Background: an optimization exercise with open tools, aiming at small area, a short achievable clock period and few clock cycles per item. Do not read the settings as production practice. Only simulation tests tie the RTL to the original design; equivalence was not proved. Power figures rest on the tool's default switching activity, not on a simulated workload.

File: flow/flow/run.sh
#!/bin/bash
set -o pipefail
export BUFFER_PORTS_ARGS="-buffer_cell sky130_fd_sc_hd__buf_1"
bash standard.sh > standard.log 2>&1
File: flow/standard.sh
#!/bin/bash
# synth_recipe.tcl (not shown) runs the flow's synth.tcl, then flattens the netlist and writes it again
# the make line also repeats each setting of config.mk as NAME=value (left out here)
make -C /OpenROAD-flow-scripts/flow DESIGN_CONFIG=/design/flow/config.mk WORK_HOME=/design/flow/orfs CLKGATE_MAP_FILE= SYNTH_SCRIPT=/design/flow/synth_recipe.tcl "${@:-finish}"
File: flow/config.mk
export PLATFORM = sky130hd
export DESIGN_NAME = envelope_engine
export DESIGN_NICKNAME = envelope_engine
export VERILOG_FILES = /design/flow/design.v
export SDC_FILE = /design/flow/constraint.sdc
export NUM_CORES = 4
export LEC_CHECK = 0
export CAP_MARGIN = 20
export CORE_MARGIN = 2
export CORE_UTILIZATION = 50
export CTS_BUF_LIST = sky130_fd_sc_hd__clkbuf_16
export CTS_CLUSTER_DIAMETER = 80
export CTS_CLUSTER_SIZE = 25
export PLACE_DENSITY = 0.65
export SETUP_SLACK_MARGIN = 2
export SLEW_MARGIN = 20
export SYNTH_HIERARCHICAL = 1
export SYNTH_MINIMUM_KEEP_SIZE = 0
File: flow/constraint.sdc
create_clock -name core_clock -period 30.0 [get_ports {clk}]
set_input_delay 6.0000 -clock core_clock [delete_from_list [all_inputs] [get_ports {clk}]]
set_output_delay 6.0000 -clock core_clock [all_outputs]
set_load 0.01 [all_outputs]
File: flow/design.v
module envelope_engine (
    input  wire         clk,
    input  wire         rst,
    input  wire         cmd_valid,
    output wire         cmd_ready,
    input  wire         cmd_check,      
    input  wire [63:0]  cmd_tag,        
    input  wire [31:0]  cmd_gen,        
    input  wire [1:0]   cmd_gen_mode,   
    input  wire [15:0]  cmd_gen_lag,    
    input  wire [3:0]   cmd_fmt,        
    input  wire         cmd_loaded,     
    input  wire         cmd_far,        
    input  wire [63:0]  cmd_pred_res,   
    input  wire         in_valid,
    output wire         in_ready,
    input  wire [63:0]  in_data,
    output wire         res_valid,
    input  wire         res_ready,
    output wire [255:0] res_env,        
    output reg  [4:0]   res_bad         
);
    localparam [31:0] RESIDUE = 32'hB798B438;   
    reg         cmd_rdy, in_rdy, res_vld;
    reg         busy;           
    reg         mode_check;
    reg  [9:0]  cnt;            
    reg         v;              
    reg  [63:0] d;              
    assign cmd_ready = cmd_rdy;
    assign in_ready  = in_rdy;
    assign res_valid = res_vld;
    reg  [63:0] tag;
    reg  [31:0] gen;
    reg  [5:0]  flags;
    reg  [63:0] pred_res;
    reg         gen_borrow, gen_nz;
    wire        gen_shift = v & mode_check & (cnt[9:5] == 5'd0);
    wire        gen_dbit  = gen[0] ^ pred_res[0] ^ gen_borrow;
    always @(posedge clk) begin
        if (~busy) begin
            mode_check <= cmd_check;
            tag        <= cmd_tag;
            gen        <= cmd_gen;
            flags      <= {cmd_far, cmd_loaded, cmd_fmt};
            pred_res   <= cmd_check ? {46'd0, cmd_gen_mode, cmd_gen_lag} : cmd_pred_res;
            gen_borrow <= 1'b0;
            gen_nz     <= 1'b0;
        end else if (gen_shift) begin
            gen            <= {gen_dbit, gen[31:1]};
            pred_res[15:0] <= {1'b0, pred_res[15:1]};
            gen_borrow     <= (~gen[0] & pred_res[0]) | (~gen[0] & gen_borrow) | (pred_res[0] & gen_borrow);
            gen_nz         <= gen_nz | gen_dbit;
        end
    end
    wire       beat_fire = in_valid & in_rdy;
    wire [9:0] last_m1   = mode_check ? 10'd514 : 10'd510;
    wire       body_fire = busy & ~in_rdy & ~mode_check &
                           (cnt == 10'd511 || cnt == 10'd512 || cnt == 10'd513 || cnt == 10'd514);
    always @(posedge clk) begin
        d <= in_data;
        if (rst) begin
            cmd_rdy <= 1'b1;
            busy    <= 1'b0;
            in_rdy  <= 1'b0;
            res_vld <= 1'b0;
            v       <= 1'b0;
        end else begin
            v <= beat_fire | body_fire;
            if (cmd_rdy) begin
                if (cmd_valid) begin
                    cmd_rdy <= 1'b0;
                    busy    <= 1'b1;
                    in_rdy  <= 1'b1;
                end
            end
            if (beat_fire && cnt == last_m1)
                in_rdy <= 1'b0;
            if (v && cnt == 10'd515)
                res_vld <= 1'b1;
            if (res_vld && res_ready) begin
                res_vld <= 1'b0;
                cmd_rdy <= 1'b1;
                busy    <= 1'b0;
            end
        end
    end
    always @(posedge clk) begin
        if (~busy)
            cnt <= 10'h3FF;
        else if (beat_fire | body_fire)
            cnt <= cnt + 10'd1;
    end
    wire       payload = ~cnt[9];
    wire [1:0] j       = cnt[1:0];
    wire       body    = cnt[9] & ~mode_check;
    reg  [31:0] crc_n;
    reg  first1;
    always @(posedge clk)
        first1 <= ~busy | (first1 & ~v);
    wire force_ones = first1 | (cnt[9] & (j == 2'd0) & mode_check);
    wire force_zero = body & (j == 2'd3);
    wire [31:0] crc_in_n = force_ones ? 32'h0 : force_zero ? 32'hFFFFFFFF : crc_n;
    wire sel_d  = ~body;
    wire sel_b0 = body & (j == 2'd0);
    wire sel_b1 = body & (j == 2'd1);
    wire sel_b2 = body & (j == 2'd2);
    wire sel_b3 = body & (j == 2'd3);
    wire [31:0] own_word = ~crc_n ^ {26'd0, flags};
    wire [63:0] crc_data;
    genvar gi;
    generate for (gi = 0; gi < 32; gi = gi + 1) begin : gdm
        ao5_cell u_hi (.a(d[32+gi]), .sa(sel_d), .b(pred_res[gi]), .sb(sel_b0), .c(tag[gi]), .sc(sel_b1),
                       .e(gen[gi]), .se(sel_b2), .f(own_word[gi]), .sf(sel_b3), .y(crc_data[32+gi]));
        ao3_cell u_lo (.a(d[gi]), .sa(sel_d), .b(pred_res[32+gi]), .sb(sel_b1), .c(tag[32+gi]), .sc(sel_b2),
                       .y(crc_data[gi]));
    end endgenerate
    wire [31:0] crc_next_n;
    crc32c_step64 u_crc (.cn(crc_in_n), .d(crc_data), .qn(crc_next_n));
    reg  [63:0] rot;
    reg         first8;
    always @(posedge clk)
        first8 <= ~busy | (first8 & ~(v & (cnt[2:0] == 3'd7)));
    wire [7:0]  acc = first8 ? 8'd0 : rot[7:0];
    wire [15:0] l1a, l1b, l1c, l2a, l2b, l3, l4;
    csa8 u_l1a (.x(acc),       .y(d[7:0]),    .z(d[15:8]),   .o(l1a));
    csa8 u_l1b (.x(d[23:16]),  .y(d[31:24]),  .z(d[39:32]),  .o(l1b));
    csa8 u_l1c (.x(d[47:40]),  .y(d[55:48]),  .z(d[63:56]),  .o(l1c));
    csa8 u_l2a (.x(l1a[7:0]),  .y(l1a[15:8]), .z(l1b[7:0]),  .o(l2a));
    csa8 u_l2b (.x(l1b[15:8]), .y(l1c[7:0]),  .z(l1c[15:8]), .o(l2b));
    csa8 u_l3  (.x(l2a[7:0]),  .y(l2a[15:8]), .z(l2b[7:0]),  .o(l3));
    csa8 u_l4  (.x(l3[7:0]),   .y(l3[15:8]),  .z(l2b[15:8]), .o(l4));
    wire [8:0]  s0  = {1'b0, l4[7:0]} + {1'b0, l4[15:8]};
    wire [8:0]  s1  = {1'b0, l4[7:0]} + {1'b0, l4[15:8]} + 9'd1;
    wire [7:0]  res_new = (&l4) ? 8'd0 : s1[8] ? s1[7:0] : s0[7:0];
    wire [1:0]  gen_mode    = pred_res[17:16];
    wire        gen_checked = (gen_mode == 2'd1) | (gen_mode == 2'd2);
    wire        gen_pos     = (gen_mode == 2'd2) & ~gen_borrow & gen_nz;
    wire sel_c0 = (j == 2'd0);
    wire sel_c1 = (j == 2'd1);
    wire sel_c2 = (j == 2'd2);
    wire sel_cg = sel_c2 & gen_pos;
    wire [31:0] dif_lo, dif_hi;
    generate for (gi = 0; gi < 32; gi = gi + 1) begin : gcm
        xao3_cell u_lo (.x(crc_data[gi]), .a(crc_n[gi]), .sa(sel_c0), .b(rot[32+gi]), .sb(sel_c1),
                        .c(tag[32+gi]), .sc(sel_c2), .y(dif_lo[gi]));
        xao3_cell u_hi (.x(crc_data[32+gi]), .a(rot[gi]), .sa(sel_c0), .b(tag[gi]), .sb(sel_c1),
                        .c(gen[gi]), .sc(sel_cg), .y(dif_hi[gi]));
    end endgenerate
    wire ne_lo = |dif_lo;
    wire ne_hi = |dif_hi;
    always @(posedge clk) begin
        if (v) begin
            crc_n <= crc_next_n;
            if (payload)
                rot <= {res_new, rot[63:8]};
            else if (j == 2'd0)
                rot[31:0] <= crc_n;
            if (cnt[9]) begin
                case (j)
                    2'd0: begin
                        res_bad[1] <= mode_check & ne_lo;
                        res_bad[2] <= ne_hi;
                    end
                    2'd1: begin
                        res_bad[2] <= res_bad[2] | ne_lo;
                        res_bad[3] <= mode_check & ne_hi;
                    end
                    2'd2: begin
                        res_bad[3] <= mode_check & (res_bad[3] | ne_lo);
                        res_bad[4] <= mode_check & gen_checked & ne_hi;
                    end
                    default: begin
                        res_bad[0] <= mode_check & (crc_next_n != ~RESIDUE);
                    end
                endcase
            end
        end
    end
    assign res_env = {crc_n, 26'd0, flags, gen, tag, pred_res, rot[31:0]};
endmodule
module crc32c_step64 (input wire [31:0] cn, input wire [63:0] d, output wire [31:0] qn);
    wire [63:0] x;
    assign x[63:32] = d[63:32];
    genvar g;
    generate for (g = 0; g < 32; g = g + 1) begin : gx
        xor2_cell ux (.a(cn[g]), .b(d[g]), .y(x[g]));
    end endgenerate
    wire n64;
    xor2_cell u0 (.a(x[38]), .b(x[47]), .y(n64));
    wire n65;
    xor2_cell u1 (.a(x[14]), .b(x[18]), .y(n65));
    wire n66;
    xor2_cell u2 (.a(x[32]), .b(x[55]), .y(n66));
    wire n67;
    xor2_cell u3 (.a(x[1]), .b(x[12]), .y(n67));
    wire n68;
    xor2_cell u4 (.a(x[34]), .b(x[57]), .y(n68));
    wire n69;
    xor2_cell u5 (.a(x[33]), .b(x[52]), .y(n69));
    wire n70;
    xor2_cell u6 (.a(x[0]), .b(x[11]), .y(n70));
    wire n71;
    xor2_cell u7 (.a(x[15]), .b(x[27]), .y(n71));
    wire n72;
    xor2_cell u8 (.a(x[13]), .b(x[58]), .y(n72));
    wire n73;
    xor2_cell u9 (.a(x[25]), .b(x[31]), .y(n73));
    wire n74;
    xor2_cell u10 (.a(x[30]), .b(x[35]), .y(n74));
    wire n75;
    xor2_cell u11 (.a(x[23]), .b(x[29]), .y(n75));
    wire n76;
    xor2_cell u12 (.a(x[36]), .b(x[45]), .y(n76));
    wire n77;
    xor2_cell u13 (.a(x[53]), .b(x[54]), .y(n77));
    wire n78;
    xor2_cell u14 (.a(x[26]), .b(n66), .y(n78));
    wire n79;
    xor2_cell u15 (.a(x[39]), .b(x[48]), .y(n79));
    wire n80;
    xor2_cell u16 (.a(x[24]), .b(x[43]), .y(n80));
    wire n81;
    xor2_cell u17 (.a(x[28]), .b(n64), .y(n81));
    wire n82;
    xor2_cell u18 (.a(x[37]), .b(x[46]), .y(n82));
    wire n83;
    xor2_cell u19 (.a(x[40]), .b(x[49]), .y(n83));
    wire n84;
    xor2_cell u20 (.a(x[61]), .b(n65), .y(n84));
    wire n85;
    xor2_cell u21 (.a(x[16]), .b(x[63]), .y(n85));
    wire n86;
    xor2_cell u22 (.a(x[2]), .b(x[60]), .y(n86));
    wire n87;
    xor2_cell u23 (.a(x[41]), .b(x[62]), .y(n87));
    wire n88;
    xor2_cell u24 (.a(x[22]), .b(x[59]), .y(n88));
    wire n89;
    xor2_cell u25 (.a(x[17]), .b(x[42]), .y(n89));
    wire n90;
    xor2_cell u26 (.a(x[10]), .b(x[21]), .y(n90));
    wire n91;
    xor2_cell u27 (.a(x[44]), .b(n73), .y(n91));
    wire n92;
    xor2_cell u28 (.a(x[4]), .b(n71), .y(n92));
    wire n93;
    xor2_cell u29 (.a(x[5]), .b(x[51]), .y(n93));
    wire n94;
    xor2_cell u30 (.a(x[56]), .b(n77), .y(n94));
    wire n95;
    xor2_cell u31 (.a(x[3]), .b(x[50]), .y(n95));
    wire n96;
    xor2_cell u32 (.a(n69), .b(n74), .y(n96));
    wire n97;
    xor2_cell u33 (.a(x[7]), .b(n83), .y(n97));
    wire n98;
    xor2_cell u34 (.a(x[20]), .b(n76), .y(n98));
    wire n99;
    xor2_cell u35 (.a(x[8]), .b(n80), .y(n99));
    wire n100;
    xor2_cell u36 (.a(n70), .b(n75), .y(n100));
    wire n101;
    xor2_cell u37 (.a(n72), .b(n86), .y(n101));
    wire n102;
    xor2_cell u38 (.a(x[19]), .b(n68), .y(n102));
    wire n103;
    xor2_cell u39 (.a(x[6]), .b(n79), .y(n103));
    wire n104;
    xor2_cell u40 (.a(n81), .b(n88), .y(n104));
    wire n105;
    xor2_cell u41 (.a(n82), .b(n90), .y(n105));
    wire n106;
    xor2_cell u42 (.a(n67), .b(n89), .y(n106));
    wire n107;
    xor2_cell u43 (.a(x[9]), .b(n92), .y(n107));
    wire n108;
    xor2_cell u44 (.a(x[57]), .b(x[59]), .y(n108));
    wire n109;
    xor2_cell u45 (.a(n87), .b(n91), .y(n109));
    wire n110;
    xor2_cell u46 (.a(n78), .b(n85), .y(n110));
    wire n111;
    xor2_cell u47 (.a(x[3]), .b(n84), .y(n111));
    wire n112;
    xor2_cell u48 (.a(x[12]), .b(x[13]), .y(n112));
    wire n113;
    xor2_cell u49 (.a(x[16]), .b(n93), .y(n113));
    wire n114;
    xor2_cell u50 (.a(x[21]), .b(n67), .y(n114));
    wire n115;
    xor2_cell u51 (.a(x[55]), .b(x[63]), .y(n115));
    wire n116;
    xor2_cell u52 (.a(x[61]), .b(n101), .y(n116));
    wire n117;
    xor2_cell u53 (.a(x[31]), .b(x[50]), .y(n117));
    wire n118;
    xor2_cell u54 (.a(x[8]), .b(n95), .y(n118));
    wire n119;
    xor2_cell u55 (.a(x[18]), .b(n98), .y(n119));
    wire n120;
    xor2_cell u56 (.a(x[53]), .b(n100), .y(n120));
    wire n121;
    xor2_cell u57 (.a(x[15]), .b(n97), .y(n121));
    wire n122;
    xor2_cell u58 (.a(x[41]), .b(n104), .y(n122));
    wire n123;
    xor2_cell u59 (.a(n77), .b(n113), .y(n123));
    wire n124;
    xor2_cell u60 (.a(x[51]), .b(n80), .y(n124));
    wire n125;
    xor2_cell u61 (.a(n87), .b(n108), .y(n125));
    wire n126;
    xor2_cell u62 (.a(n73), .b(n75), .y(n126));
    wire n127;
    xor2_cell u63 (.a(n78), .b(n94), .y(n127));
    wire n128;
    xor2_cell u64 (.a(x[56]), .b(n120), .y(n128));
    wire n129;
    xor2_cell u65 (.a(x[40]), .b(n110), .y(n129));
    wire n130;
    xor2_cell u66 (.a(x[38]), .b(n99), .y(n130));
    wire n131;
    xor2_cell u67 (.a(x[13]), .b(n96), .y(n131));
    wire n132;
    xor2_cell u68 (.a(x[28]), .b(n96), .y(n132));
    wire n133;
    xor2_cell u69 (.a(x[24]), .b(x[39]), .y(n133));
    wire n134;
    xor2_cell u70 (.a(x[10]), .b(x[11]), .y(n134));
    wire n135;
    xor2_cell u71 (.a(x[37]), .b(x[58]), .y(n135));
    wire n136;
    xor2_cell u72 (.a(x[29]), .b(n105), .y(n136));
    wire n137;
    xor2_cell u73 (.a(x[42]), .b(x[60]), .y(n137));
    wire n138;
    xor2_cell u74 (.a(n102), .b(n109), .y(n138));
    wire n139;
    xor2_cell u75 (.a(x[34]), .b(n65), .y(n139));
    wire n140;
    xor2_cell u76 (.a(x[17]), .b(n68), .y(n140));
    wire n141;
    xor2_cell u77 (.a(x[44]), .b(n103), .y(n141));
    wire n142;
    xor2_cell u78 (.a(x[48]), .b(n115), .y(n142));
    wire n143;
    xor2_cell u79 (.a(x[0]), .b(x[4]), .y(n143));
    wire n144;
    xor2_cell u80 (.a(x[62]), .b(n93), .y(n144));
    wire n145;
    xor2_cell u81 (.a(x[1]), .b(n85), .y(n145));
    wire n146;
    xor2_cell u82 (.a(x[27]), .b(n69), .y(n146));
    wire n147;
    xor2_cell u83 (.a(n126), .b(n134), .y(n147));
    wire n148;
    xor2_cell u84 (.a(x[22]), .b(x[41]), .y(n148));
    wire n149;
    xor2_cell u85 (.a(x[26]), .b(n64), .y(n149));
    wire n150;
    xor2_cell u86 (.a(x[33]), .b(n81), .y(n150));
    wire n151;
    xor2_cell u87 (.a(x[55]), .b(n122), .y(n151));
    wire n152;
    xor2_cell u88 (.a(x[14]), .b(n118), .y(n152));
    wire n153;
    xor2_cell u89 (.a(x[10]), .b(n91), .y(n153));
    wire n154;
    xor2_cell u90 (.a(x[46]), .b(n147), .y(n154));
    wire n155;
    xor2_cell u91 (.a(x[9]), .b(x[60]), .y(n155));
    wire n156;
    xor2_cell u92 (.a(x[49]), .b(n89), .y(n156));
    wire n157;
    xor2_cell u93 (.a(x[25]), .b(n141), .y(n157));
    wire n158;
    xor2_cell u94 (.a(n78), .b(n112), .y(n158));
    wire n159;
    xor2_cell u95 (.a(x[19]), .b(n107), .y(n159));
    wire n160;
    xor2_cell u96 (.a(x[51]), .b(n86), .y(n160));
    wire n161;
    xor2_cell u97 (.a(x[9]), .b(n138), .y(n161));
    wire n162;
    xor2_cell u98 (.a(n84), .b(n102), .y(n162));
    wire n163;
    xor2_cell u99 (.a(x[43]), .b(x[56]), .y(n163));
    wire n164;
    xor2_cell u100 (.a(x[50]), .b(n155), .y(n164));
    wire n165;
    xor2_cell u101 (.a(x[16]), .b(n70), .y(n165));
    wire n166;
    xor2_cell u102 (.a(x[54]), .b(n143), .y(n166));
    wire n167;
    xor2_cell u103 (.a(x[30]), .b(n82), .y(n167));
    wire n168;
    xor2_cell u104 (.a(x[62]), .b(n111), .y(n168));
    wire n169;
    xor2_cell u105 (.a(n94), .b(n124), .y(n169));
    wire n170;
    xor2_cell u106 (.a(n79), .b(n136), .y(n170));
    wire n171;
    xor2_cell u107 (.a(n109), .b(n145), .y(n171));
    wire n172;
    xor2_cell u108 (.a(n76), .b(n81), .y(n172));
    wire n173;
    xor2_cell u109 (.a(x[23]), .b(n105), .y(n173));
    wire n174;
    xor2_cell u110 (.a(n107), .b(n150), .y(n174));
    wire n175;
    xor2_cell u111 (.a(x[35]), .b(n84), .y(n175));
    wire n176;
    xor2_cell u112 (.a(x[20]), .b(x[36]), .y(n176));
    wire n177;
    xor2_cell u113 (.a(n106), .b(n128), .y(n177));
    wire n178;
    xor2_cell u114 (.a(n101), .b(n114), .y(n178));
    wire n179;
    xor2_cell u115 (.a(x[45]), .b(n74), .y(n179));
    wire n180;
    xor2_cell u116 (.a(n135), .b(n149), .y(n180));
    wire n181;
    xor2_cell u117 (.a(n95), .b(n107), .y(n181));
    wire n182;
    xor2_cell u118 (.a(x[11]), .b(n97), .y(n182));
    wire n183;
    xor2_cell u119 (.a(n99), .b(n112), .y(n183));
    wire n184;
    xor2_cell u120 (.a(x[6]), .b(n164), .y(n184));
    wire n185;
    xor2_cell u121 (.a(n117), .b(n123), .y(n185));
    wire n186;
    xor2_cell u122 (.a(x[7]), .b(x[15]), .y(n186));
    wire n187;
    xor2_cell u123 (.a(x[61]), .b(n130), .y(n187));
    wire n188;
    xor2_cell u124 (.a(n76), .b(n131), .y(n188));
    wire n189;
    xor2_cell u125 (.a(n82), .b(n98), .y(n189));
    wire n190;
    xor2_cell u126 (.a(x[51]), .b(n106), .y(n190));
    wire n191;
    xor2_cell u127 (.a(x[38]), .b(n79), .y(n191));
    wire n192;
    xor2_cell u128 (.a(x[59]), .b(n90), .y(n192));
    wire n193;
    xor2_cell u129 (.a(x[44]), .b(n132), .y(n193));
    wire n194;
    xor2_cell u130 (.a(x[32]), .b(n148), .y(n194));
    wire n195;
    xor2_cell u131 (.a(n133), .b(n184), .y(n195));
    wire n196;
    xor2_cell u132 (.a(n70), .b(n159), .y(n196));
    wire n197;
    xor2_cell u133 (.a(x[12]), .b(n72), .y(n197));
    wire n198;
    xor2_cell u134 (.a(n116), .b(n125), .y(n198));
    wire n199;
    xor2_cell u135 (.a(n103), .b(n154), .y(n199));
    wire n200;
    xor2_cell u136 (.a(n88), .b(n187), .y(n200));
    wire n201;
    xor2_cell u137 (.a(n72), .b(n144), .y(n201));
    wire n202;
    xor2_cell u138 (.a(n66), .b(n69), .y(n202));
    wire n203;
    xor2_cell u139 (.a(x[49]), .b(n193), .y(n203));
    wire n204;
    xor2_cell u140 (.a(x[43]), .b(n142), .y(n204));
    wire n205;
    xor2_cell u141 (.a(n114), .b(n119), .y(n205));
    wire n206;
    xor2_cell u142 (.a(x[17]), .b(n165), .y(n206));
    wire n207;
    xor2_cell u143 (.a(n153), .b(n195), .y(n207));
    wire n208;
    xor2_cell u144 (.a(x[29]), .b(x[58]), .y(n208));
    wire n209;
    xor2_cell u145 (.a(x[63]), .b(n160), .y(n209));
    wire n210;
    xor2_cell u146 (.a(x[18]), .b(n163), .y(n210));
    wire n211;
    xor2_cell u147 (.a(n83), .b(n87), .y(n211));
    wire n212;
    xor2_cell u148 (.a(x[5]), .b(n99), .y(n212));
    wire n213;
    xor2_cell u149 (.a(n100), .b(n180), .y(n213));
    wire n214;
    xor2_cell u150 (.a(x[20]), .b(n177), .y(n214));
    wire n215;
    xor2_cell u151 (.a(x[36]), .b(n170), .y(n215));
    wire n216;
    xor2_cell u152 (.a(x[35]), .b(x[58]), .y(n216));
    wire n217;
    xor2_cell u153 (.a(n117), .b(n191), .y(n217));
    wire n218;
    xor2_cell u154 (.a(n74), .b(n121), .y(n218));
    wire t155;
    xor2_cell u155 (.a(x[5]), .b(n101), .y(t155));
    wire t156;
    xor2_cell u156 (.a(t155), .b(n102), .y(t156));
    wire t157;
    xor2_cell u157 (.a(t156), .b(n146), .y(t157));
    wire t158;
    xor2_cell u158 (.a(t157), .b(n151), .y(t158));
    wire t159;
    xor2_cell u159 (.a(t158), .b(n206), .y(t159));
    wire t160;
    xor2_cell u160 (.a(t159), .b(n210), .y(t160));
    xor2_cell u161 (.a(t160), .b(n215), .y(qn[0]));
    wire t162;
    xor2_cell u162 (.a(x[60]), .b(n74), .y(t162));
    wire t163;
    xor2_cell u163 (.a(t162), .b(n83), .y(t163));
    wire t164;
    xor2_cell u164 (.a(t163), .b(n102), .y(t164));
    wire t165;
    xor2_cell u165 (.a(t164), .b(n104), .y(t165));
    wire t166;
    xor2_cell u166 (.a(t165), .b(n111), .y(t166));
    wire t167;
    xor2_cell u167 (.a(t166), .b(n135), .y(t167));
    wire t168;
    xor2_cell u168 (.a(t167), .b(n141), .y(t168));
    xnor2_cell u169 (.a(t168), .b(n214), .y(qn[1]));
    wire t170;
    xor2_cell u170 (.a(x[19]), .b(n75), .y(t170));
    wire t171;
    xor2_cell u171 (.a(t170), .b(n80), .y(t171));
    wire t172;
    xor2_cell u172 (.a(t171), .b(n166), .y(t172));
    wire t173;
    xor2_cell u173 (.a(t172), .b(n198), .y(t173));
    wire t174;
    xor2_cell u174 (.a(t173), .b(n205), .y(t174));
    wire t175;
    xor2_cell u175 (.a(t174), .b(n217), .y(t175));
    xor2_cell u176 (.a(t175), .b(n218), .y(qn[2]));
    wire t177;
    xor2_cell u177 (.a(x[19]), .b(x[21]), .y(t177));
    wire t178;
    xor2_cell u178 (.a(t177), .b(x[42]), .y(t178));
    wire t179;
    xor2_cell u179 (.a(t178), .b(n66), .y(t179));
    wire t180;
    xor2_cell u180 (.a(t179), .b(n83), .y(t180));
    wire t181;
    xor2_cell u181 (.a(t180), .b(n88), .y(t181));
    wire t182;
    xor2_cell u182 (.a(t181), .b(n93), .y(t182));
    wire t183;
    xor2_cell u183 (.a(t182), .b(n116), .y(t183));
    wire t184;
    xor2_cell u184 (.a(t183), .b(n133), .y(t184));
    wire t185;
    xor2_cell u185 (.a(t184), .b(n152), .y(t185));
    wire t186;
    xor2_cell u186 (.a(t185), .b(n167), .y(t186));
    wire t187;
    xor2_cell u187 (.a(t186), .b(n171), .y(t187));
    xnor2_cell u188 (.a(t187), .b(n176), .y(qn[3]));
    wire t189;
    xor2_cell u189 (.a(x[28]), .b(x[42]), .y(t189));
    wire t190;
    xor2_cell u190 (.a(t189), .b(n98), .y(t190));
    wire t191;
    xor2_cell u191 (.a(t190), .b(n129), .y(t191));
    wire t192;
    xor2_cell u192 (.a(t191), .b(n162), .y(t192));
    wire t193;
    xor2_cell u193 (.a(t192), .b(n181), .y(t193));
    wire t194;
    xor2_cell u194 (.a(t193), .b(n199), .y(t194));
    xor2_cell u195 (.a(t194), .b(n201), .y(qn[4]));
    wire t196;
    xor2_cell u196 (.a(x[22]), .b(x[24]), .y(t196));
    wire t197;
    xor2_cell u197 (.a(t196), .b(x[38]), .y(t197));
    wire t198;
    xor2_cell u198 (.a(t197), .b(x[62]), .y(t198));
    wire t199;
    xor2_cell u199 (.a(t198), .b(n65), .y(t199));
    wire t200;
    xor2_cell u200 (.a(t199), .b(n68), .y(t200));
    wire t201;
    xor2_cell u201 (.a(t200), .b(n103), .y(t201));
    wire t202;
    xor2_cell u202 (.a(t201), .b(n143), .y(t202));
    wire t203;
    xor2_cell u203 (.a(t202), .b(n158), .y(t203));
    wire t204;
    xor2_cell u204 (.a(t203), .b(n176), .y(t204));
    wire t205;
    xor2_cell u205 (.a(t204), .b(n209), .y(t205));
    xor2_cell u206 (.a(t205), .b(n218), .y(qn[5]));
    wire t207;
    xor2_cell u207 (.a(x[1]), .b(n86), .y(t207));
    wire t208;
    xor2_cell u208 (.a(t207), .b(n104), .y(t208));
    wire t209;
    xor2_cell u209 (.a(t208), .b(n118), .y(t209));
    wire t210;
    xor2_cell u210 (.a(t209), .b(n121), .y(t210));
    wire t211;
    xor2_cell u211 (.a(t210), .b(n140), .y(t211));
    wire t212;
    xor2_cell u212 (.a(t211), .b(n154), .y(t212));
    wire t213;
    xor2_cell u213 (.a(t212), .b(n175), .y(t213));
    xor2_cell u214 (.a(t213), .b(n204), .y(qn[6]));
    wire t215;
    xor2_cell u215 (.a(n140), .b(n144), .y(t215));
    wire t216;
    xor2_cell u216 (.a(t215), .b(n158), .y(t216));
    wire t217;
    xor2_cell u217 (.a(t216), .b(n173), .y(t217));
    wire t218;
    xor2_cell u218 (.a(t217), .b(n181), .y(t218));
    wire t219;
    xor2_cell u219 (.a(t218), .b(n200), .y(t219));
    xnor2_cell u220 (.a(t219), .b(n203), .y(qn[7]));
    wire t221;
    xor2_cell u221 (.a(x[4]), .b(x[22]), .y(t221));
    wire t222;
    xor2_cell u222 (.a(t221), .b(x[35]), .y(t222));
    wire t223;
    xor2_cell u223 (.a(t222), .b(n85), .y(t223));
    wire t224;
    xor2_cell u224 (.a(t223), .b(n128), .y(t224));
    wire t225;
    xor2_cell u225 (.a(t224), .b(n139), .y(t225));
    wire t226;
    xor2_cell u226 (.a(t225), .b(n146), .y(t226));
    wire t227;
    xor2_cell u227 (.a(t226), .b(n172), .y(t227));
    wire t228;
    xor2_cell u228 (.a(t227), .b(n201), .y(t228));
    xor2_cell u229 (.a(t228), .b(n207), .y(qn[8]));
    wire t230;
    xor2_cell u230 (.a(x[6]), .b(x[7]), .y(t230));
    wire t231;
    xor2_cell u231 (.a(t230), .b(x[23]), .y(t231));
    wire t232;
    xor2_cell u232 (.a(t231), .b(x[25]), .y(t232));
    wire t233;
    xor2_cell u233 (.a(t232), .b(x[33]), .y(t233));
    wire t234;
    xor2_cell u234 (.a(t233), .b(n64), .y(t234));
    wire t235;
    xor2_cell u235 (.a(t234), .b(n71), .y(t235));
    wire t236;
    xor2_cell u236 (.a(t235), .b(n84), .y(t236));
    wire t237;
    xor2_cell u237 (.a(t236), .b(n129), .y(t237));
    wire t238;
    xor2_cell u238 (.a(t237), .b(n148), .y(t238));
    wire t239;
    xor2_cell u239 (.a(t238), .b(n169), .y(t239));
    wire t240;
    xor2_cell u240 (.a(t239), .b(n178), .y(t240));
    xnor2_cell u241 (.a(t240), .b(n179), .y(qn[9]));
    wire t242;
    xor2_cell u242 (.a(x[54]), .b(n90), .y(t242));
    wire t243;
    xor2_cell u243 (.a(t242), .b(n91), .y(t243));
    wire t244;
    xor2_cell u244 (.a(t243), .b(n137), .y(t244));
    wire t245;
    xor2_cell u245 (.a(t244), .b(n168), .y(t245));
    wire t246;
    xor2_cell u246 (.a(t245), .b(n186), .y(t246));
    wire t247;
    xor2_cell u247 (.a(t246), .b(n212), .y(t247));
    xor2_cell u248 (.a(t247), .b(n213), .y(qn[10]));
    wire t249;
    xor2_cell u249 (.a(x[30]), .b(x[45]), .y(t249));
    wire t250;
    xor2_cell u250 (.a(t249), .b(x[62]), .y(t250));
    wire t251;
    xor2_cell u251 (.a(t250), .b(n67), .y(t251));
    wire t252;
    xor2_cell u252 (.a(t251), .b(n110), .y(t252));
    wire t253;
    xor2_cell u253 (.a(t252), .b(n157), .y(t253));
    wire t254;
    xor2_cell u254 (.a(t253), .b(n196), .y(t254));
    xor2_cell u255 (.a(t254), .b(n200), .y(qn[11]));
    wire t256;
    xor2_cell u256 (.a(x[52]), .b(n88), .y(t256));
    wire t257;
    xor2_cell u257 (.a(t256), .b(n97), .y(t257));
    wire t258;
    xor2_cell u258 (.a(t257), .b(n161), .y(t258));
    wire t259;
    xor2_cell u259 (.a(t258), .b(n204), .y(t259));
    wire t260;
    xor2_cell u260 (.a(t259), .b(n205), .y(t260));
    xnor2_cell u261 (.a(t260), .b(n213), .y(qn[12]));
    wire t262;
    xor2_cell u262 (.a(x[47]), .b(x[50]), .y(t262));
    wire t263;
    xor2_cell u263 (.a(t262), .b(n68), .y(t263));
    wire t264;
    xor2_cell u264 (.a(t263), .b(n106), .y(t264));
    wire t265;
    xor2_cell u265 (.a(t264), .b(n110), .y(t265));
    wire t266;
    xor2_cell u266 (.a(t265), .b(n119), .y(t266));
    wire t267;
    xor2_cell u267 (.a(t266), .b(n120), .y(t267));
    wire t268;
    xor2_cell u268 (.a(t267), .b(n203), .y(t268));
    xnor2_cell u269 (.a(t268), .b(n212), .y(qn[13]));
    wire t270;
    xor2_cell u270 (.a(x[52]), .b(x[57]), .y(t270));
    wire t271;
    xor2_cell u271 (.a(t270), .b(n67), .y(t271));
    wire t272;
    xor2_cell u272 (.a(t271), .b(n70), .y(t272));
    wire t273;
    xor2_cell u273 (.a(t272), .b(n123), .y(t273));
    wire t274;
    xor2_cell u274 (.a(t273), .b(n151), .y(t274));
    wire t275;
    xor2_cell u275 (.a(t274), .b(n179), .y(t275));
    xor2_cell u276 (.a(t275), .b(n207), .y(qn[14]));
    wire t277;
    xor2_cell u277 (.a(x[7]), .b(x[40]), .y(t277));
    wire t278;
    xor2_cell u278 (.a(t277), .b(x[52]), .y(t278));
    wire t279;
    xor2_cell u279 (.a(t278), .b(n76), .y(t279));
    wire t280;
    xor2_cell u280 (.a(t279), .b(n116), .y(t280));
    wire t281;
    xor2_cell u281 (.a(t280), .b(n127), .y(t281));
    wire t282;
    xor2_cell u282 (.a(t281), .b(n190), .y(t282));
    xnor2_cell u283 (.a(t282), .b(n199), .y(qn[15]));
    wire t284;
    xor2_cell u284 (.a(x[2]), .b(x[47]), .y(t284));
    wire t285;
    xor2_cell u285 (.a(t284), .b(n111), .y(t285));
    wire t286;
    xor2_cell u286 (.a(t285), .b(n125), .y(t286));
    wire t287;
    xor2_cell u287 (.a(t286), .b(n127), .y(t287));
    wire t288;
    xor2_cell u288 (.a(t287), .b(n146), .y(t288));
    wire t289;
    xor2_cell u289 (.a(t288), .b(n167), .y(t289));
    wire t290;
    xor2_cell u290 (.a(t289), .b(n182), .y(t290));
    xor2_cell u291 (.a(t290), .b(n183), .y(qn[16]));
    wire t292;
    xor2_cell u292 (.a(n94), .b(n137), .y(t292));
    wire t293;
    xor2_cell u293 (.a(t292), .b(n138), .y(t293));
    wire t294;
    xor2_cell u294 (.a(t293), .b(n142), .y(t294));
    wire t295;
    xor2_cell u295 (.a(t294), .b(n152), .y(t295));
    wire t296;
    xor2_cell u296 (.a(t295), .b(n174), .y(t296));
    xor2_cell u297 (.a(t296), .b(n197), .y(qn[17]));
    wire t298;
    xor2_cell u298 (.a(x[21]), .b(x[54]), .y(t298));
    wire t299;
    xor2_cell u299 (.a(t298), .b(n69), .y(t299));
    wire t300;
    xor2_cell u300 (.a(t299), .b(n149), .y(t300));
    wire t301;
    xor2_cell u301 (.a(t300), .b(n156), .y(t301));
    wire t302;
    xor2_cell u302 (.a(t301), .b(n175), .y(t302));
    wire t303;
    xor2_cell u303 (.a(t302), .b(n189), .y(t303));
    wire t304;
    xor2_cell u304 (.a(t303), .b(n194), .y(t304));
    wire t305;
    xor2_cell u305 (.a(t304), .b(n196), .y(t305));
    xor2_cell u306 (.a(t305), .b(n209), .y(qn[18]));
    wire t307;
    xor2_cell u307 (.a(x[15]), .b(n95), .y(t307));
    wire t308;
    xor2_cell u308 (.a(t307), .b(n198), .y(t308));
    xnor2_cell u309 (.a(t308), .b(n214), .y(qn[19]));
    wire t310;
    xor2_cell u310 (.a(x[30]), .b(x[42]), .y(t310));
    wire t311;
    xor2_cell u311 (.a(t310), .b(n85), .y(t311));
    wire t312;
    xor2_cell u312 (.a(t311), .b(n108), .y(t312));
    wire t313;
    xor2_cell u313 (.a(t312), .b(n124), .y(t313));
    wire t314;
    xor2_cell u314 (.a(t313), .b(n166), .y(t314));
    wire t315;
    xor2_cell u315 (.a(t314), .b(n168), .y(t315));
    xor2_cell u316 (.a(t315), .b(n178), .y(qn[20]));
    wire t317;
    xor2_cell u317 (.a(x[56]), .b(n68), .y(t317));
    wire t318;
    xor2_cell u318 (.a(t317), .b(n70), .y(t318));
    wire t319;
    xor2_cell u319 (.a(t318), .b(n92), .y(t319));
    wire t320;
    xor2_cell u320 (.a(t319), .b(n111), .y(t320));
    wire t321;
    xor2_cell u321 (.a(t320), .b(n150), .y(t321));
    wire t322;
    xor2_cell u322 (.a(t321), .b(n171), .y(t322));
    xnor2_cell u323 (.a(t322), .b(n215), .y(qn[21]));
    wire t324;
    xor2_cell u324 (.a(x[46]), .b(x[63]), .y(t324));
    wire t325;
    xor2_cell u325 (.a(t324), .b(n67), .y(t325));
    wire t326;
    xor2_cell u326 (.a(t325), .b(n78), .y(t326));
    wire t327;
    xor2_cell u327 (.a(t326), .b(n92), .y(t327));
    wire t328;
    xor2_cell u328 (.a(t327), .b(n137), .y(t328));
    wire t329;
    xor2_cell u329 (.a(t328), .b(n188), .y(t329));
    wire t330;
    xor2_cell u330 (.a(t329), .b(n192), .y(t330));
    wire t331;
    xor2_cell u331 (.a(t330), .b(n210), .y(t331));
    xor2_cell u332 (.a(t331), .b(n211), .y(qn[22]));
    wire t333;
    xor2_cell u333 (.a(x[44]), .b(x[52]), .y(t333));
    wire t334;
    xor2_cell u334 (.a(t333), .b(x[53]), .y(t334));
    wire t335;
    xor2_cell u335 (.a(t334), .b(n84), .y(t335));
    wire t336;
    xor2_cell u336 (.a(t335), .b(n89), .y(t336));
    wire t337;
    xor2_cell u337 (.a(t336), .b(n115), .y(t337));
    wire t338;
    xor2_cell u338 (.a(t337), .b(n192), .y(t338));
    wire t339;
    xor2_cell u339 (.a(t338), .b(n208), .y(t339));
    xor2_cell u340 (.a(t339), .b(n217), .y(qn[23]));
    wire t341;
    xor2_cell u341 (.a(x[0]), .b(x[2]), .y(t341));
    wire t342;
    xor2_cell u342 (.a(t341), .b(x[30]), .y(t342));
    wire t343;
    xor2_cell u343 (.a(t342), .b(x[48]), .y(t343));
    wire t344;
    xor2_cell u344 (.a(t343), .b(n71), .y(t344));
    wire t345;
    xor2_cell u345 (.a(t344), .b(n72), .y(t345));
    wire t346;
    xor2_cell u346 (.a(t345), .b(n123), .y(t346));
    wire t347;
    xor2_cell u347 (.a(t346), .b(n136), .y(t347));
    wire t348;
    xor2_cell u348 (.a(t347), .b(n140), .y(t348));
    wire t349;
    xor2_cell u349 (.a(t348), .b(n172), .y(t349));
    wire t350;
    xor2_cell u350 (.a(t349), .b(n202), .y(t350));
    xor2_cell u351 (.a(t350), .b(n211), .y(qn[24]));
    wire t352;
    xor2_cell u352 (.a(x[11]), .b(x[31]), .y(t352));
    wire t353;
    xor2_cell u353 (.a(t352), .b(n82), .y(t353));
    wire t354;
    xor2_cell u354 (.a(t353), .b(n94), .y(t354));
    wire t355;
    xor2_cell u355 (.a(t354), .b(n95), .y(t355));
    wire t356;
    xor2_cell u356 (.a(t355), .b(n96), .y(t356));
    wire t357;
    xor2_cell u357 (.a(t356), .b(n103), .y(t357));
    wire t358;
    xor2_cell u358 (.a(t357), .b(n139), .y(t358));
    wire t359;
    xor2_cell u359 (.a(t358), .b(n145), .y(t359));
    wire t360;
    xor2_cell u360 (.a(t359), .b(n151), .y(t360));
    wire t361;
    xor2_cell u361 (.a(t360), .b(n156), .y(t361));
    xor2_cell u362 (.a(t361), .b(n208), .y(qn[25]));
    wire t363;
    xor2_cell u363 (.a(x[42]), .b(n92), .y(t363));
    wire t364;
    xor2_cell u364 (.a(t363), .b(n132), .y(t364));
    wire t365;
    xor2_cell u365 (.a(t364), .b(n173), .y(t365));
    wire t366;
    xor2_cell u366 (.a(t365), .b(n182), .y(t366));
    wire t367;
    xor2_cell u367 (.a(t366), .b(n185), .y(t367));
    wire t368;
    xor2_cell u368 (.a(t367), .b(n194), .y(t368));
    xnor2_cell u369 (.a(t368), .b(n197), .y(qn[26]));
    wire t370;
    xor2_cell u370 (.a(x[6]), .b(x[14]), .y(t370));
    wire t371;
    xor2_cell u371 (.a(t370), .b(x[34]), .y(t371));
    wire t372;
    xor2_cell u372 (.a(t371), .b(x[36]), .y(t372));
    wire t373;
    xor2_cell u373 (.a(t372), .b(n89), .y(t373));
    wire t374;
    xor2_cell u374 (.a(t373), .b(n100), .y(t374));
    wire t375;
    xor2_cell u375 (.a(t374), .b(n122), .y(t375));
    wire t376;
    xor2_cell u376 (.a(t375), .b(n183), .y(t376));
    wire t377;
    xor2_cell u377 (.a(t376), .b(n185), .y(t377));
    xnor2_cell u378 (.a(t377), .b(n202), .y(qn[27]));
    wire t379;
    xor2_cell u379 (.a(x[37]), .b(n66), .y(t379));
    wire t380;
    xor2_cell u380 (.a(t379), .b(n75), .y(t380));
    wire t381;
    xor2_cell u381 (.a(t380), .b(n106), .y(t381));
    wire t382;
    xor2_cell u382 (.a(t381), .b(n131), .y(t382));
    wire t383;
    xor2_cell u383 (.a(t382), .b(n139), .y(t383));
    wire t384;
    xor2_cell u384 (.a(t383), .b(n155), .y(t384));
    wire t385;
    xor2_cell u385 (.a(t384), .b(n157), .y(t385));
    wire t386;
    xor2_cell u386 (.a(t385), .b(n169), .y(t386));
    xor2_cell u387 (.a(t386), .b(n186), .y(qn[28]));
    wire t388;
    xor2_cell u388 (.a(x[2]), .b(x[16]), .y(t388));
    wire t389;
    xor2_cell u389 (.a(t388), .b(x[26]), .y(t389));
    wire t390;
    xor2_cell u390 (.a(t389), .b(x[55]), .y(t390));
    wire t391;
    xor2_cell u391 (.a(t390), .b(n94), .y(t391));
    wire t392;
    xor2_cell u392 (.a(t391), .b(n121), .y(t392));
    wire t393;
    xor2_cell u393 (.a(t392), .b(n130), .y(t393));
    wire t394;
    xor2_cell u394 (.a(t393), .b(n153), .y(t394));
    wire t395;
    xor2_cell u395 (.a(t394), .b(n162), .y(t395));
    xor2_cell u396 (.a(t395), .b(n188), .y(qn[29]));
    wire t397;
    xor2_cell u397 (.a(x[39]), .b(n71), .y(t397));
    wire t398;
    xor2_cell u398 (.a(t397), .b(n127), .y(t398));
    wire t399;
    xor2_cell u399 (.a(t398), .b(n152), .y(t399));
    wire t400;
    xor2_cell u400 (.a(t399), .b(n161), .y(t400));
    wire t401;
    xor2_cell u401 (.a(t400), .b(n189), .y(t401));
    wire t402;
    xor2_cell u402 (.a(t401), .b(n206), .y(t402));
    xor2_cell u403 (.a(t402), .b(n216), .y(qn[30]));
    wire t404;
    xor2_cell u404 (.a(x[54]), .b(x[56]), .y(t404));
    wire t405;
    xor2_cell u405 (.a(t404), .b(n105), .y(t405));
    wire t406;
    xor2_cell u406 (.a(t405), .b(n108), .y(t406));
    wire t407;
    xor2_cell u407 (.a(t406), .b(n119), .y(t407));
    wire t408;
    xor2_cell u408 (.a(t407), .b(n129), .y(t408));
    wire t409;
    xor2_cell u409 (.a(t408), .b(n174), .y(t409));
    wire t410;
    xor2_cell u410 (.a(t409), .b(n190), .y(t410));
    xnor2_cell u411 (.a(t410), .b(n216), .y(qn[31]));
endmodule
module xor2_cell (input wire a, input wire b, output wire y);
    assign y = a ^ b;
endmodule
module xnor2_cell (input wire a, input wire b, output wire y);
    assign y = ~(a ^ b);
endmodule
module ao5_cell (input wire a, input wire sa, input wire b, input wire sb, input wire c, input wire sc,
                 input wire e, input wire se, input wire f, input wire sf, output wire y);
    assign y = (a & sa) | (b & sb) | (c & sc) | (e & se) | (f & sf);
endmodule
module ao3_cell (input wire a, input wire sa, input wire b, input wire sb, input wire c, input wire sc,
                 output wire y);
    assign y = (a & sa) | (b & sb) | (c & sc);
endmodule
module xao3_cell (input wire x, input wire a, input wire sa, input wire b, input wire sb, input wire c,
                  input wire sc, output wire y);
    assign y = x ^ ((a & sa) | (b & sb) | (c & sc));
endmodule
module csa8 (input wire [7:0] x, input wire [7:0] y, input wire [7:0] z, output wire [15:0] o);
    wire [7:0] k;
    genvar i;
    generate for (i = 0; i < 8; i = i + 1) begin : g
        fa_cell u (.a(x[i]), .b(y[i]), .c(z[i]), .s(o[i]), .co(k[i]));
    end endgenerate
    assign o[15:8] = {k[6:0], k[7]};
endmodule
module fa_cell (input wire a, input wire b, input wire c, output wire s, output wire co);
    assign {co, s} = {1'b0, a} + {1'b0, b} + {1'b0, c};
endmodule
==> summary.md <==
| Metric | Value |
|---|---|
| Crit path DAT | `just over 8 ns` |
| Fin nets | `2515` |
| CTS tree | `yes` |
| Largest net degree at the start of global routing | `76` |
| Clock latency on the worst-skew pair | `about 0.59 ns` |
| Synth unique cells | `64` |
| ANT cells | `0` |
| First-pass GRT wire length | `122 mm` |
| Synth top area cells | `edfxtp_1 (38%), xor2_1 (18%), dfxtp_1 (7.9%)` |
| R2r startpoint | `mode_check$_DFFE_PN_` |
| Hold-fix buffers at CTS | `0` |
| Setup Buffers After CTS | `0` |
| Total gr overflow | `0` |
| TritonCTS Buffers | `22` |
| RSZ-0062 raised after global routing | `false` |
| Routed vias | `roughly 17000` |
| WS Path Type | `flop to flop` |
| Synthesized area | `between 20000 and 25000 µm²` |
| TritonCTS Sinks | `~350` |
| Slowest stage delay, CP | `~0.8 ns` |
| Vias/cell | `6.25` |
| Pwr per Cell Area | `128 nW/µm²` |
| Finished Layout Cells | `2742` |
| R2R cell count | `18` |
| Final TNS setup | `0 ns` |
| R2R setup slack | `roughly 22 ns` |
| Crit-path max FO | `33` |
| Fmax achieved | `between 0.1 and 0.15 GHz` |
| Rel. slew slack | `0.296` |
| Initial antenna violation count | `9` |
| CTS clk-pin slew, worst paths | `about 0.10 ns` |
| Final slew viol count | `0` |
| Chip Height | `between 200 and 250 µm` |
| Die width | `around 210 µm` |
| Class of the worst hold path | `flop to flop` |
| Core area | `41700 µm²` |
| Setup Skew | `approximately 0.031 ns` |
| Initial DRC count | `3045` |
| Sequential fraction of the synthesis area | `0.463` |
| Leak | `about 9.3 nW` |
| Fraction of registers with async set/reset | `0` |
| Ratio of cells with drive above 1 in the final layout | `0.0758` |
| Yosys top cell by area | `edfxtp_1` |
| CP cell instances | `inv_1, ha_1, and2_2, buf_4, a222oi_1, inv_1, xor2_1, buf_4, xor2_1, xor2_1, xor2_1, xor2_1, xor2_1, xor2_1, xnor2_1, or4b_2, nor4_1, a41oi_1` |
| Clk root buf | `clkbuf_16` |
| Io pins | `roughly 520` |
| Crit. Startpoint | `mode_check$_DFFE_PN_` |
| Startpoint types | `flop` |
| Wire per inst | `32.3 µm` |
| Post-layout util | `0.580` |
| Router iterations before antenna repair | `17` |
| Commonest non-fill, non-tap cell in the layout | `buf_1` |
| Outcome | `finished clean` |
| R2r endpoint | `res_bad[0]$_DFFE_PP_` |
| GRT Total Usage | `0.396` |
| Final setup fails | `0` |
| Ys flop type | `edfxtp_1` |
| Post-DRT Antenna Nets | `0` |
| Average cell area after synthesis | `12.4 µm²` |
| CP Capture Point | `res_bad[0]$_DFFE_PP_` |
| Worst hold slack | `roughly 0.47 ns` |
| Clk buf depth | `3` |
| Hold Vio Cnt, Final | `0` |
| Most used cell, CP | `xor2_1` |
| Final period util | `0.261` |
| Yosys reg bits | `around 350` |
| Ys Warns | `7` |
| Area grow syn2layout | `15.0%` |
| H-tree Lvls | `1` |
| WL final | `approximately 90 mm` |
| Post-Place Cells | `2700` |
| Gpl congestion | `roughly 1.1` |
| Maxcap violations | `0` |
| Critical path required time | `about 30 ns` |
| Worst setup EP type | `flop` |
| Drt drc | `0` |
| Post-synth EDFFs | `between 200 and 300` |
| Design Power | `roughly 0.0031 W` |
| Cells after Synth | `~1700` |
| Worst-Margin Slew | `1.06 ns` |
| Hpwl dp | `about 70 mm` |
| Die area | `roughly 44000 µm²` |
| Port buffer count | `around 490` |
| Most frequent cells in the layout | `buf_1 (490), xor2_1 (434), edfxtp_1 (268)` |
| Worst path slowest cell | `xor2_1` |
| Initial core utilization | `0.504` |
| PostCTS Resize Cnt | `0` |
| VDD IR-drop max | `between 0.00007 and 0.00008 V` |
| Tmin final | `slightly below 8 ns` |
| Vias in the first global route | `around 17000` |
| Row count | `75` |
| Synth top area share | `0.383` |
-- power by group --
part           switching, W  internal, W
Sequential        0.0000893     0.000674
Clock              0.000189     0.000145
Combinational       0.00128     0.000713
Total               0.00155      0.00153
-- metal layers --
| metal | GRT usage | vias up | routed length (µm) | part of all wire |
|---|---|---|---|---|
| li1 | - | 7152 | - | - |
| met1 | 0.501 | 8365 | 32000 | 0.36 |
| met2 | 0.643 | 1359 | 41300 | 0.47 |
| met3 | 0.101 | 263 | 10600 | 0.12 |
| met4 | 0.176 | 10 | 4550 | 0.051 |
| met5 | 0 | - | 67 | 0.00076 |
-- flip-flops by register name, indices dropped and copies added (netlist names) --
register and count:
first8 1, res_vld 1, gen 32, mode_check 1, rot 64, busy 1
flags 6, gen_borrow 1, pred_res 64, v 1, cnt 10, first1 1
in_rdy 1, cmd_rdy 1, crc_n 32, tag 64, d 64, res_bad 5
gen_nz 1
-- cell type report --
class	instances	area, µm²
clock inverters	18	194
repair buffers	527	2140
flip-flops and latches	351	9710
fillers	3661	17500
well taps	539	674
inverters	70	265
multi-input cells	1215	10600
clock buffers	22	551
-- Yosys cell counts (all sizes together) (3+ instances only) --
library cell and count:
nand4 12, fa 58, o21a 36, a31oi 3, clkbuf 24, o31ai 3
ha 16, or3 3, xor2 434, nor2 26, nor2b 61, a21oi 12
a22oi 33, nand4b 5, nor4 19, nor3 13, a211oi 3, edfxtp 268
dfxtp 83, mux2 68, and3 7, buf 64, inv 70, o21ai 27
mux2i 20, and2 3, xnor2 90, nand2b 4, nand3 11, a222oi 128
nand2 67
-- metrics by stage --
step,setup WS [ns],instance area [µm²]
finish,22.18,24100
global route,22.21,24100
CTS,22.48,24100
detailed placement,22.46,23400
global placement,22.47,23400
floorplan,22.67,21100
-- worst min path at each step --
| stage | end | from | depth (start not counted) |
|---|---|---|---|
| after global placement | rot[43]$_DFFE_PP_ | rot[51]$_DFFE_PP_ | 0 |
| after global routing | rot[34]$_DFFE_PP_ | rot[42]$_DFFE_PP_ | 0 |
| after detailed placement | rot[36]$_DFFE_PP_ | rot[44]$_DFFE_PP_ | 0 |
| after CTS | rot[40]$_DFFE_PP_ | rot[48]$_DFFE_PP_ | 0 |
| after floorplan | rot[32]$_DFFE_PP_ | rot[40]$_DFFE_PP_ | 0 |
| final | rot[36]$_DFFE_PP_ | rot[44]$_DFFE_PP_ | 0 |
-- worst max-delay path, delay by kind of cell, from the launching register on --
family                   cells  cell delay (ns)
XOR/XNOR                     8             3.05
AND/OR/NAND/NOR              3             2.16
buffers and inverters        4             1.19
flip-flops                   1             0.51
AO/OA/AOI/OAI                2             0.35
adder cells (fa/ha/maj)      1             0.25
-- cells by family (layout without fill, tap and decap cells) --
family,count (synthesis),in the layout,share of synthesized area
xor gates and xnor gates,524,524,0.219
and+or+nand+nor,241,241,0.0617
muxes,88,88,0.0460
adders and majority gates,74,74,0.0648
DFF,351,351,0.463
buffers and inverters,158,637,0.0390
AOI/OAI and AO/OA,262,262,0.107
other,1,26,0.000179
-- modules after synthesis (local to each module, per instance), excerpt --
module	flip-flops and latches	cell area [µm²]
ao3_cell	0	13.8
fa_cell	0	20.0
xnor2_cell	0	8.76
xao3_cell	0	18.8
xor2_cell	0	8.76
envelope_engine	351	13700
ao5_cell	0	21.3
Testbench counts, summed over its fixed seeds: cycles 49,824, blocks 96.

-- port drivers added, routing unchanged --
No port has a modelled driver above. Below, the same layout with a new extraction and two added sets of constraints. Step 1 assumes that a clkbuf_16 drives the clock port and a buf_2 every other input. Step 2 adds t to the input delays and takes it off the output delays; t is the mean of the earliest and latest rising clock arrival at the registers after step 1. Input paths then give back, and output paths get back, about the clock's delay inside the block. Slacks: ideal ports / drivers / drivers and shift; pairs: ideal ports / drivers.
t, ns: 0.633
slack for setup (ns): 22.176 / 22.176 / 22.176
slew at the worst register clock pin (ns): 0.10 / 0.10
After both steps this run still meets setup and hold. For this run, drivers alone change the setup slack by 0.000 ns; drivers and shift together by 0.000 ns.
